This design comes from an exercise in tuning for small area on the open sky130 flow, not from production work.
Where RTL was checked, it was by simulation tests only, not by an equivalence proof against the original.
Power is estimated from default activity; no workload was simulated.

R:
==> flow/design.v (excerpt) <==
module sd_decim (
    input  wire         clk,
    input  wire         rst,         
    input  wire         enable,
    input  wire [1:0]   osr_sel,     
    input  wire [6:0]   oc_thr,
    input  wire         mod_tick,
    input  wire [5:0]   sd_in,
    output reg          main_valid,
    output reg  [149:0] main_data,
    output reg  [5:0]   main_clip,
    output reg          fast_valid,
    output reg  [26:0]  fast_data,
    output reg  [2:0]   oc_trip,
    output reg  [5:0]   sd_loss
);
make LEC_CHECK=0 CAP_MARGIN=20 CORE_MARGIN=2 CORE_UTILIZATION=75 CTS_BUF_LIST=sky130_fd_sc_hd__clkbuf_16 CTS_CLUSTER_DIAMETER=100 CTS_CLUSTER_SIZE=30 PLACE_DENSITY=0.85 SLEW_MARGIN=20 finish   # period 10.0 ns
run.sh (not shown) runs the stock make flow with config.mk's settings and CLKGATE_MAP_FILE= SYNTH_SCRIPT=/design/flow/synth_recipe.tcl, a recipe that flattens the netlist after the stock synthesis.
Setup changes, R to P
- CORE_UTILIZATION now 65, was 75
- PLACE_DENSITY now 0.75, was 0.85
- CTS_CLUSTER_SIZE now 18, was 30
- CTS_CLUSTER_DIAMETER now 60, was 100
- CTS_BUF_LIST now sky130_fd_sc_hd__clkbuf_8, was sky130_fd_sc_hd__clkbuf_16
[summary]
Between P and R, the sequential share of layout area is higher for R. Going from R to P, power density normalized to cell area shrank slightly. Sort P and R by number of core rows asc -> top: R. Global placement routability congestion of P falls short of that of R by a few percent. P completed end to end with timing, DRC and antenna clean. Delta(end-of-flow core utilization, P - R) < 0. Of P and R, it is P that has the lower multi-input combinational cell area. Routed wire in P totals less than in R. On minimum hold slack: P sits below R. R -> P: overall power of the completed layout flat. The layout overhead on the synthesized area reported for P is greater than that of R by 0.41 points. In terms of net count after synthesis, R and P differ only marginally.
No functional check of the RTL was part of any run of this note.

sd_decim, a different RTL version from the one above (not shown whole).
Size: about 2100 cells after synthesis, about 820 flip-flops, ~210 I/O pins.
clock: 10.0 ns
lec_check: 0
cap_margin: 0
core_margin: 2
core_utilization: 85
cts_buf_list: sky130_fd_sc_hd__clkbuf_4
cts_cluster_diameter: 40
cts_cluster_size: 8
place_density: 0.9
slew_margin: 0
standard.sh (not shown) runs the stock make flow with config.mk's settings and CLKGATE_MAP_FILE= SYNTH_SCRIPT=/design/flow/synth_recipe.tcl, a recipe that flattens the netlist after the stock synthesis.
==> flow/flow/run.sh <==
#!/bin/bash
# The standard layout (standard.sh, unchanged synthesis and steps), with
# two changes: the port buffers are the smallest buffer, buf_1, and clock
# tree synthesis inserts no dummy loads. The whole ORFS output goes to
# standard.log in this folder; ORFS's per-step logs stay under orfs/logs.
export BUFFER_PORTS_ARGS="-buffer_cell sky130_fd_sc_hd__buf_1"
export CTS_ARGS="-sink_clustering_enable -repair_clock_nets -sink_clustering_size 8 -sink_clustering_max_diameter 40 -buf_list sky130_fd_sc_hd__clkbuf_4 -dont_use_dummy_load"
bash standard.sh > standard.log 2>&1
Rerun with:
==> flow/flow/run.sh (replaced) <==
#!/bin/bash
# The standard layout (standard.sh, unchanged synthesis and steps), with
# two changes: the port buffers are the smallest buffer, buf_1, and clock
# tree synthesis inserts no dummy loads. The whole ORFS output goes to
# standard.log in this folder; ORFS's per-step logs stay under orfs/logs.
export BUFFER_PORTS_ARGS="-buffer_cell sky130_fd_sc_hd__buf_1"
export CTS_ARGS="-sink_clustering_enable -repair_clock_nets -sink_clustering_size 14 -sink_clustering_max_diameter 60 -buf_list sky130_fd_sc_hd__clkbuf_8 -dont_use_dummy_load"
bash standard.sh > standard.log 2>&1
==> flow/config.mk (replaced) <==
export PLATFORM = sky130hd
export DESIGN_NAME = sd_decim
export DESIGN_NICKNAME = sd_decim
export VERILOG_FILES = /design/flow/design.v
export SDC_FILE = /design/flow/constraint.sdc
export NUM_CORES = 4
export LEC_CHECK = 0
export CAP_MARGIN = 0
export CORE_MARGIN = 2
export CORE_UTILIZATION = 80
export CTS_BUF_LIST = sky130_fd_sc_hd__clkbuf_8
export CTS_CLUSTER_DIAMETER = 60
export CTS_CLUSTER_SIZE = 14
export PLACE_DENSITY = 0.88
export SLEW_MARGIN = 0
Die area increases by about 6%.
Critical path depth increases by 2.
Clock skew decreases by 75 ps.
Final area increases by 0.58%.
Core utilization decreases by 5.0 points.
Setup slack gets better by 320 ps.
Combinational power decreases by 8.2%.
Count of clock-buffer cells in the layout decreases by 45.
Worst hold slack gets better by 35 ps.
Rerun with:
==> flow/flow/run.sh (replaced) <==
#!/bin/bash
# The standard layout (standard.sh, unchanged synthesis and steps), with
# two changes: the port buffers are the smallest buffer, buf_1, and clock
# tree synthesis inserts no dummy loads. The whole ORFS output goes to
# standard.log in this folder; ORFS's per-step logs stay under orfs/logs.
export BUFFER_PORTS_ARGS="-buffer_cell sky130_fd_sc_hd__buf_1"
export CTS_ARGS="-sink_clustering_enable -repair_clock_nets -sink_clustering_size 8 -sink_clustering_max_diameter 40 -buf_list sky130_fd_sc_hd__clkbuf_4 -dont_use_dummy_load"
bash standard.sh > standard.log 2>&1
--- a/flow/config.mk
+++ b/flow/config.mk
@@ -9,7 +9,7 @@
 export CORE_MARGIN = 2
 export CORE_UTILIZATION = 80
-export CTS_BUF_LIST = sky130_fd_sc_hd__clkbuf_8
-export CTS_CLUSTER_DIAMETER = 60
-export CTS_CLUSTER_SIZE = 14
+export CTS_BUF_LIST = sky130_fd_sc_hd__clkbuf_4
+export CTS_CLUSTER_DIAMETER = 40
+export CTS_CLUSTER_SIZE = 8
 export PLACE_DENSITY = 0.88
 export SLEW_MARGIN = 0
After rerunning:
- The changed run ran to the end with no violations
- power fell slightly
- critical path depth is unchanged
- worst hold slack got worse by 39 ps
- final cell count rose slightly
- synthesized area does not change
- sequential share of layout area rose by 0.18 points
- cell area hardly moves
- fmax rose slightly

## rev 12
Another version of the RTL of sd_decim (not shown whole).
For scale: roughly 2100 cells after synthesis, ~820 flip-flops, roughly 210 I/O pins, ~0.027 sq mm of cells after synthesis.
Settings: LEC_CHECK=0, CAP_MARGIN=20, CORE_MARGIN=2, CORE_UTILIZATION=80, CTS_BUF_LIST=sky130_fd_sc_hd__clkbuf_8, CTS_CLUSTER_DIAMETER=60, CTS_CLUSTER_SIZE=14, PLACE_DENSITY=0.88, SLEW_MARGIN=20; clock period 10.0 ns.
==> flow/flow/run.sh <==
#!/bin/bash
# The standard layout (standard.sh, unchanged synthesis and steps), with
# two changes: the port buffers are the smallest buffer, buf_1, and clock
# tree synthesis inserts no dummy loads. The whole ORFS output goes to
# standard.log in this folder; ORFS's per-step logs stay under orfs/logs.
export BUFFER_PORTS_ARGS="-buffer_cell sky130_fd_sc_hd__buf_1"
export CTS_ARGS="-sink_clustering_enable -repair_clock_nets -sink_clustering_size 14 -sink_clustering_max_diameter 60 -buf_list sky130_fd_sc_hd__clkbuf_8 -dont_use_dummy_load"
bash standard.sh > standard.log 2>&1
Here is what was changed in the inputs of rev 13 compared with rev 12.
Settings: changing CTS_CLUSTER_DIAMETER from 60 to 100; changing CTS_CLUSTER_SIZE from 14 to 24; changing CTS_BUF_LIST from sky130_fd_sc_hd__clkbuf_8 to sky130_fd_sc_hd__clkbuf_16.
diff --git a/flow/flow/run.sh b/flow/flow/run.sh
--- a/flow/flow/run.sh
+++ b/flow/flow/run.sh
@@ -7 +7 @@
-export CTS_ARGS="-sink_clustering_enable -repair_clock_nets -sink_clustering_size 14 -sink_clustering_max_diameter 60 -buf_list sky130_fd_sc_hd__clkbuf_8 -dont_use_dummy_load"
+export CTS_ARGS="-sink_clustering_enable -repair_clock_nets -sink_clustering_size 24 -sink_clustering_max_diameter 100 -buf_list sky130_fd_sc_hd__clkbuf_16 -dont_use_dummy_load"
Findings:
- Layout overhead on the synthesized area (rev 13 over rev 12): increase, 0.24 points
- NOTE: fmax in rev 13 falls short of that of rev 12
- Rev 13 -> rev 12: final-report hold violation count flat
- [compare] base=rev 12 new=rev 13: number of global-route vias before repair increased 2.9%, sequential share of layout area essentially unchanged, part of the cycle the worst path needs increased 1.4 points.

## re-timing with driven ports
In the flow no input, the clock included, has a driving cell. The finished layouts below were timed again as built, in two steps. Step 1 (the two cells are an assumption about what drives the block):
set clk [get_ports {clk}]
set_driving_cell -lib_cell sky130_fd_sc_hd__clkbuf_16 $clk
set_driving_cell -lib_cell sky130_fd_sc_hd__buf_2 [delete_from_list [all_inputs] $clk]
Step 2 moves the port delays by t, midway between the first and last clock arrival at a register: inputs arrive t later, outputs are due t later. That takes back most of the time a late clock gives input paths. Three values: no drivers, after step 1, after step 2; two values: the first two.
run | shift t [ns] | setup slack, ns | hold WS [ns] | worst setup path at the end | worst data-port slew with drivers (ns)
R | 0.695 | 0.176 / 0.173 / -0.522 | 0.332 / 0.332 / 0.332 | input to register | 0.07
P | 0.720 | 0.218 / 0.217 / -0.502 | 0.315 / 0.315 / 0.315 | input to register | 0.06
the first run of note 2 | 0.864 | 0.609 / 0.609 / 0.609 | 0.269 / 0.269 / 0.269 | register to register | 0.15
the second run of note 2 | 0.641 | 0.933 / 0.933 / 0.933 | 0.304 / 0.304 / 0.304 | register to register | 0.09
the third run of note 2 | 0.847 | 1.065 / 1.065 / 1.065 | 0.265 / 0.265 / 0.265 | register to register | 0.09
rev 12 | 0.649 | 0.410 / 0.410 / 0.410 | 0.294 / 0.294 / 0.294 | register to register | 0.09
rev 13 | 0.583 | 0.271 / 0.271 / 0.271 | 0.288 / 0.288 / 0.288 | register to register | 0.08
With both steps, setup timing fails in R and P, where it was met with ideal ports. The setup slack of P, which loses most, moves by -0.001 ns with the drivers and by -0.720 ns with both steps.
